Source: an optimization exercise on an open RTL-to-GDS flow (aim: small area, a short achievable clock period and few clock cycles per item). Production flows keep margins and buffers that such runs may drop.
No activity file was given, so power comes from the tool's default toggle rates.

## lath_eval
module lath_eval (
    input  wire        clk,
    input  wire        rst,
    input  wire [31:0] origin_x,       
    input  wire [31:0] origin_y,       
    input  wire [31:0] pitch_x,        
    input  wire [31:0] pitch_y,        
    input  wire [31:0] lath_pitch,     
    input  wire [31:0] phase_offset,   
    input  wire [15:0] slant_num,      
    input  wire [15:0] slant_den,      
    input  wire        in_valid,
    output wire        in_ready,
    input  wire [13:0] px,
    input  wire [12:0] py,
    input  wire [1:0]  stripe,
    input  wire [15:0] corr,           
    output reg         out_valid,
    output wire [6:0]  v,
    output reg  [31:0] m,
    output reg  [15:0] corr_o,
    output wire [47:0] xo,             
    output wire [47:0] yo              
);
For scale: ~5100 cells after synthesis, about 430 I/O pins, about 38000 sq um of cells after synthesis.
make LEC_CHECK=0 ABC_AREA=1 CAP_MARGIN=20 CORE_MARGIN=2 CORE_UTILIZATION=60 PLACE_DENSITY=0.75 SLEW_MARGIN=20 finish   # period 11.0 ns
run.sh (not shown) runs the stock make flow with config.mk's settings and CLKGATE_MAP_FILE= SYNTH_SCRIPT=/design/flow/synth_recipe.tcl, a recipe that flattens the netlist after the stock synthesis.
The starting point passed the timing, design-rule and antenna checks.
Rerun with:
--- a/flow/design.v
+++ b/flow/design.v
@@ -21,26 +21,32 @@
     output reg  [15:0] corr_o,
     output wire [47:0] xo,             
     output wire [47:0] yo              
 );
     reg [31:0] lp_r;
     reg [33:0] lp3_r;                  
     reg [34:0] pol_r;                  
     reg [15:0] den_r;
+    reg [29:0] ox_r, oy_r;
+    reg [18:0] ptx_r, pty_r;
     wire [33:0] lp3_s;
     wire [34:0] pol_s;
     wire        lp3_co, pol_co;
     add_sk #(34) u_lp3 (.a({2'b0, lp_r}), .b({1'b0, lp_r, 1'b0}), .cin(1'b0), .s(lp3_s), .co(lp3_co));
     add_sk #(35) u_pol (.a({3'b0, phase_offset}), .b({1'b0, lp_r, 2'b00}), .cin(1'b0), .s(pol_s), .co(pol_co));
     always @(posedge clk) begin
         lp_r  <= lath_pitch;
         lp3_r <= lp3_s;
         pol_r <= pol_s;
         den_r <= slant_den;
+        ox_r  <= origin_x[29:0];
+        oy_r  <= origin_y[29:0];
+        ptx_r <= pitch_x[18:0];
+        pty_r <= pitch_y[18:0];
     end
     reg  lnz;                          
     always @(posedge clk) lnz <= |lath_pitch;
     reg        a_free;
     reg        f_prei, f_pre, f_pk, f_pka, f_pkw, f_kml, f_h0, f_h, f_p, f_c, f_done;
     reg [5:0]  a_cnt;
     reg        a_last;                 
     reg        pvalid;                 
@@ -133,20 +139,20 @@
     add_sk #(35) u_bs3 (.a({1'b0, bt}), .b(~{1'b0, lp3_r}), .cin(1'b1), .s(bs3), .co(bc3));
     wire        g3  = ~bs3[34];
     wire        g2  = ~bs2[34];
     wire        g1  = ~bs1[34];
     wire [31:0] b_next = g3 ? bs3[31:0] : (g2 ? bs2[31:0] : (g1 ? bs1[31:0] : bt[31:0]));
     wire        qh  = g2;
     wire        ql  = g3 | (g1 & ~g2);
     wire [39:0] xx   = ({40{o_dbl}} & {xacc[38:0], 1'b0}) | ({40{o_pass}} & xacc)
-                     | ({40{o_x2}} & {20'd0, pitch_x[18:0], 1'b0});
+                     | ({40{o_x2}} & {20'd0, ptx_r, 1'b0});
     wire [39:0] yx   = ({40{o_dbl}} & {yacc[38:0], 1'b0}) | ({40{o_pass}} & yacc);
-    wire [39:0] xy   = ({40{o_org}} & {{10{origin_x[29]}}, origin_x[29:0]}) | ({40{o_xadd}} & {21'd0, pitch_x[18:0]});
-    wire [39:0] yy   = ({40{o_org}} & {{10{origin_y[29]}}, origin_y[29:0]}) | ({40{o_yadd}} & {21'd0, pitch_y[18:0]});
+    wire [39:0] xy   = ({40{o_org}} & {{10{ox_r[29]}}, ox_r}) | ({40{o_xadd}} & {21'd0, ptx_r});
+    wire [39:0] yy   = ({40{o_org}} & {{10{oy_r[29]}}, oy_r}) | ({40{o_yadd}} & {21'd0, pty_r});
     wire [39:0] xsum, ysum;
     wire        x_co, y_co;
     add_sk #(40) u_xo (.a(xx), .b(xy), .cin(1'b0), .s(xsum), .co(x_co));
     add_sk #(40) u_yo (.a(yx), .b(yy), .cin(1'b0), .s(ysum), .co(y_co));
     assign v  = vq[7:1];
     assign xo = {{8{xacc[39]}}, xacc};
     assign yo = {{8{yacc[39]}}, yacc};
     always @(*) begin
@@ -326,17 +332,18 @@
 endmodule
 module add_sk #(parameter W = 32) (
     input  wire [W-1:0] a,
     input  wire [W-1:0] b,
     input  wire         cin,
     output wire [W-1:0] s,
     output wire         co
 );
-    localparam LV = $clog2(W + 1);
+    localparam LV = (W + 1 <= 2)  ? 1 : (W + 1 <= 4)  ? 2 : (W + 1 <= 8)  ? 3 :
+                    (W + 1 <= 16) ? 4 : (W + 1 <= 32) ? 5 : (W + 1 <= 64) ? 6 : 7;
     wire [(LV+1)*(W+1)-1:0] g, p;
     assign g[W:0] = {a & b, cin};
     assign p[W:0] = {a ^ b, 1'b0};
     genvar l, i;
     generate
         for (l = 0; l < LV; l = l + 1) begin : lv
             for (i = 0; i <= W; i = i + 1) begin : bt
                 if ((i >> l) & 1) begin : c
What happened:
- final cell count came out higher by 1.7%
- routed wire length came out higher by 2.4%
- global-route usage came out lower by 1.0 points
- non-clock buffer count came out lower by 1
- worst hold slack barely changes
- total power came out higher by 8.4%
- fmax came out lower by 9.1%
- die area came out higher by 5.2%
- setup slack loses 0.47 ns
No functional check of the RTL was part of any run of this note.

* * *

Setup of lane 1:
lath_eval, a different RTL version from the one above (not shown whole).
Size in the first run: roughly 4800 cells after synthesis, roughly 620 flip-flops, roughly 430 I/O pins, roughly 38000 um^2 of cells after synthesis.
==> flow/config.mk <==
export PLATFORM = sky130hd
export DESIGN_NAME = lath_eval
export DESIGN_NICKNAME = lath_eval
export VERILOG_FILES = /design/flow/design.v
export SDC_FILE = /design/flow/constraint.sdc
export NUM_CORES = 4
export LEC_CHECK = 0
export ABC_AREA = 1
export CAP_MARGIN = 60
export CORE_MARGIN = 2
export CORE_UTILIZATION = 60
export PLACE_DENSITY = 0.75
export SLEW_MARGIN = 60
==> flow/constraint.sdc <==
create_clock -name core_clock -period 11.0 [get_ports {clk}]
set_input_delay 2.2000 -clock core_clock [delete_from_list [all_inputs] [get_ports {clk}]]
set_output_delay 2.2000 -clock core_clock [all_outputs]
set_load 0.01 [all_outputs]
## Diff of input files: lane 2 against lane 1
diff --git a/flow/design.v b/flow/design.v
--- a/flow/design.v
+++ b/flow/design.v
@@ -21,30 +21,26 @@
     output reg  [15:0] corr_o,
     output wire [47:0] xo,             
     output wire [47:0] yo              
 );
     reg [31:0] lp_r;                   
     reg [34:0] pol_r;                  
     reg [15:0] den_r;
-    reg [29:0] ox_r, oy_r;
-    reg [18:0] ptx_r, pty_r;
-    reg         pol_c;
-    wire [17:0] pol_lo;
-    wire [16:0] pol_hi;
-    wire        pol_clo, pol_chi;
-    add_sk #(18) u_pol_lo (.a(phase_offset[17:0]), .b({lp_r[15:0], 2'b00}), .cin(1'b0), .s(pol_lo), .co(pol_clo));
-    add_sk #(17) u_pol_hi (.a({3'b0, phase_offset[31:18]}), .b({1'b0, lp_r[31:16]}), .cin(pol_c), .s(pol_hi), .co(pol_chi));
+    reg         pol_c1, pol_c2;
+    wire [11:0] pol_lo, pol_mid;
+    wire [10:0] pol_hi;
+    wire        pol_clo, pol_cmid, pol_chi;
+    add_sk #(12) u_pol_lo  (.a(phase_offset[11:0]), .b({lp_r[9:0], 2'b00}), .cin(1'b0), .s(pol_lo), .co(pol_clo));
+    add_sk #(12) u_pol_mid (.a(phase_offset[23:12]), .b(lp_r[21:10]), .cin(pol_c1), .s(pol_mid), .co(pol_cmid));
+    add_sk #(11) u_pol_hi  (.a({3'b0, phase_offset[31:24]}), .b({1'b0, lp_r[31:22]}), .cin(pol_c2), .s(pol_hi), .co(pol_chi));
     always @(posedge clk) begin
-        pol_c <= pol_clo;
-        pol_r <= {pol_hi, pol_lo};
+        pol_c1 <= pol_clo;
+        pol_c2 <= pol_cmid;
+        pol_r  <= {pol_hi, pol_mid, pol_lo};
         den_r <= slant_den;
-        ox_r  <= origin_x[29:0];
-        oy_r  <= origin_y[29:0];
-        ptx_r <= pitch_x[18:0];
-        pty_r <= pitch_y[18:0];
     end
     reg  lnz;                          
     always @(posedge clk) lnz <= |lath_pitch;
     reg        a_free;
     reg        f_prei, f_pre, f_pk, f_pka, f_pkw, f_kml, f_h0, f_h, f_p, f_c, f_done;
     reg [5:0]  a_cnt;
     reg        a_last;                 
@@ -150,18 +146,18 @@
     wire        g3  = ~bs3[34];
     wire        g2  = ~bs2[34];
     wire        g1  = ~bs1[34];
     wire [31:0] b_next = g3 ? bs3[31:0] : (g2 ? bs2[31:0] : (g1 ? bs1[31:0] : bt[31:0]));
     wire        qh  = g2;
     wire        ql  = g3 | (g1 & ~g2);
     wire [38:0] xx   = ({39{o_dbl}} & {xacc[37:0], 1'b0}) | ({39{o_pass}} & xacc)
-                     | ({39{o_x2}} & {19'd0, ptx_r, 1'b0});
+                     | ({39{o_x2}} & {19'd0, pitch_x[18:0], 1'b0});
     wire [38:0] yx   = ({39{o_dbl}} & {yacc[37:0], 1'b0}) | ({39{o_pass}} & yacc);
-    wire [38:0] xy   = ({39{o_org}} & {9'd0, ~ox_r[29], ox_r[28:0]}) | ({39{o_xadd}} & {20'd0, ptx_r});
-    wire [38:0] yy   = ({39{o_org}} & {9'd0, ~oy_r[29], oy_r[28:0]}) | ({39{o_yadd}} & {20'd0, pty_r});
+    wire [38:0] xy   = ({39{o_org}} & {9'd0, ~origin_x[29], origin_x[28:0]}) | ({39{o_xadd}} & {20'd0, pitch_x[18:0]});
+    wire [38:0] yy   = ({39{o_org}} & {9'd0, ~origin_y[29], origin_y[28:0]}) | ({39{o_yadd}} & {20'd0, pitch_y[18:0]});
     wire [38:0] xsum, ysum;
     wire        x_co, y_co;
     add_sk #(39) u_xo (.a(xx), .b(xy), .cin(1'b0), .s(xsum), .co(x_co));
     add_sk #(39) u_yo (.a(yx), .b(yy), .cin(1'b0), .s(ysum), .co(y_co));
     assign v  = vq[7:1];
     assign xo = {{10{~xacc[38]}}, xacc[37:0]};     
     assign yo = {{10{~yacc[38]}}, yacc[37:0]};
==> comparison <==
Lane 2: clock latency reported for the late side of the worst-skew pair is 30 ps higher than what lane 1 reported. Summary of lane 2 over lane 1: number of nets produced by synthesis shows a reduction of 105, critical path depth increased 5, global-route wire length before repair fell by 1.4%. Die area is higher on lane 1. Delta (lane 2 minus lane 1): wire length saw a decrease, met1 wire length went down by 1.6%, placed cell count dropped 3.1%.
No functional check of the RTL was part of any run of this note.

what the ideal ports hide:
No port has a modelled driver above. Below, the same layouts with a new extraction and two added sets of constraints.
Step 1 (the two cells are an assumption about what drives the block):
set clk [get_ports {clk}]
set_driving_cell -lib_cell sky130_fd_sc_hd__clkbuf_16 $clk
set_driving_cell -lib_cell sky130_fd_sc_hd__buf_2 [delete_from_list [all_inputs] $clk]
Step 2, shift: input delay + t, output delay - t, t = (earliest + latest rising clock arrival at the registers) / 2. This alone moves slack from input paths to output paths.
Slacks: ideal / step 1 / step 2; pairs: ideal / step 1.
run	shift t [ns]	setup slack, ns	hold slack, ns
the first run of note 1	0.699	6.283 / 6.322 / 5.623	0.431 / 0.431 / 0.431
the second run of note 1	0.676	5.813 / 5.813 / 5.813	0.431 / 0.431 / 0.431
lane 1	0.677	6.449 / 6.496 / 5.819	0.431 / 0.431 / 0.431
lane 2	0.699	6.269 / 6.306 / 5.607	0.436 / 0.436 / 0.436
After both steps setup and hold are still met in every run listed. For lane 2, which loses most, drivers alone change the setup slack by +0.037 ns; drivers and shift together by -0.662 ns.
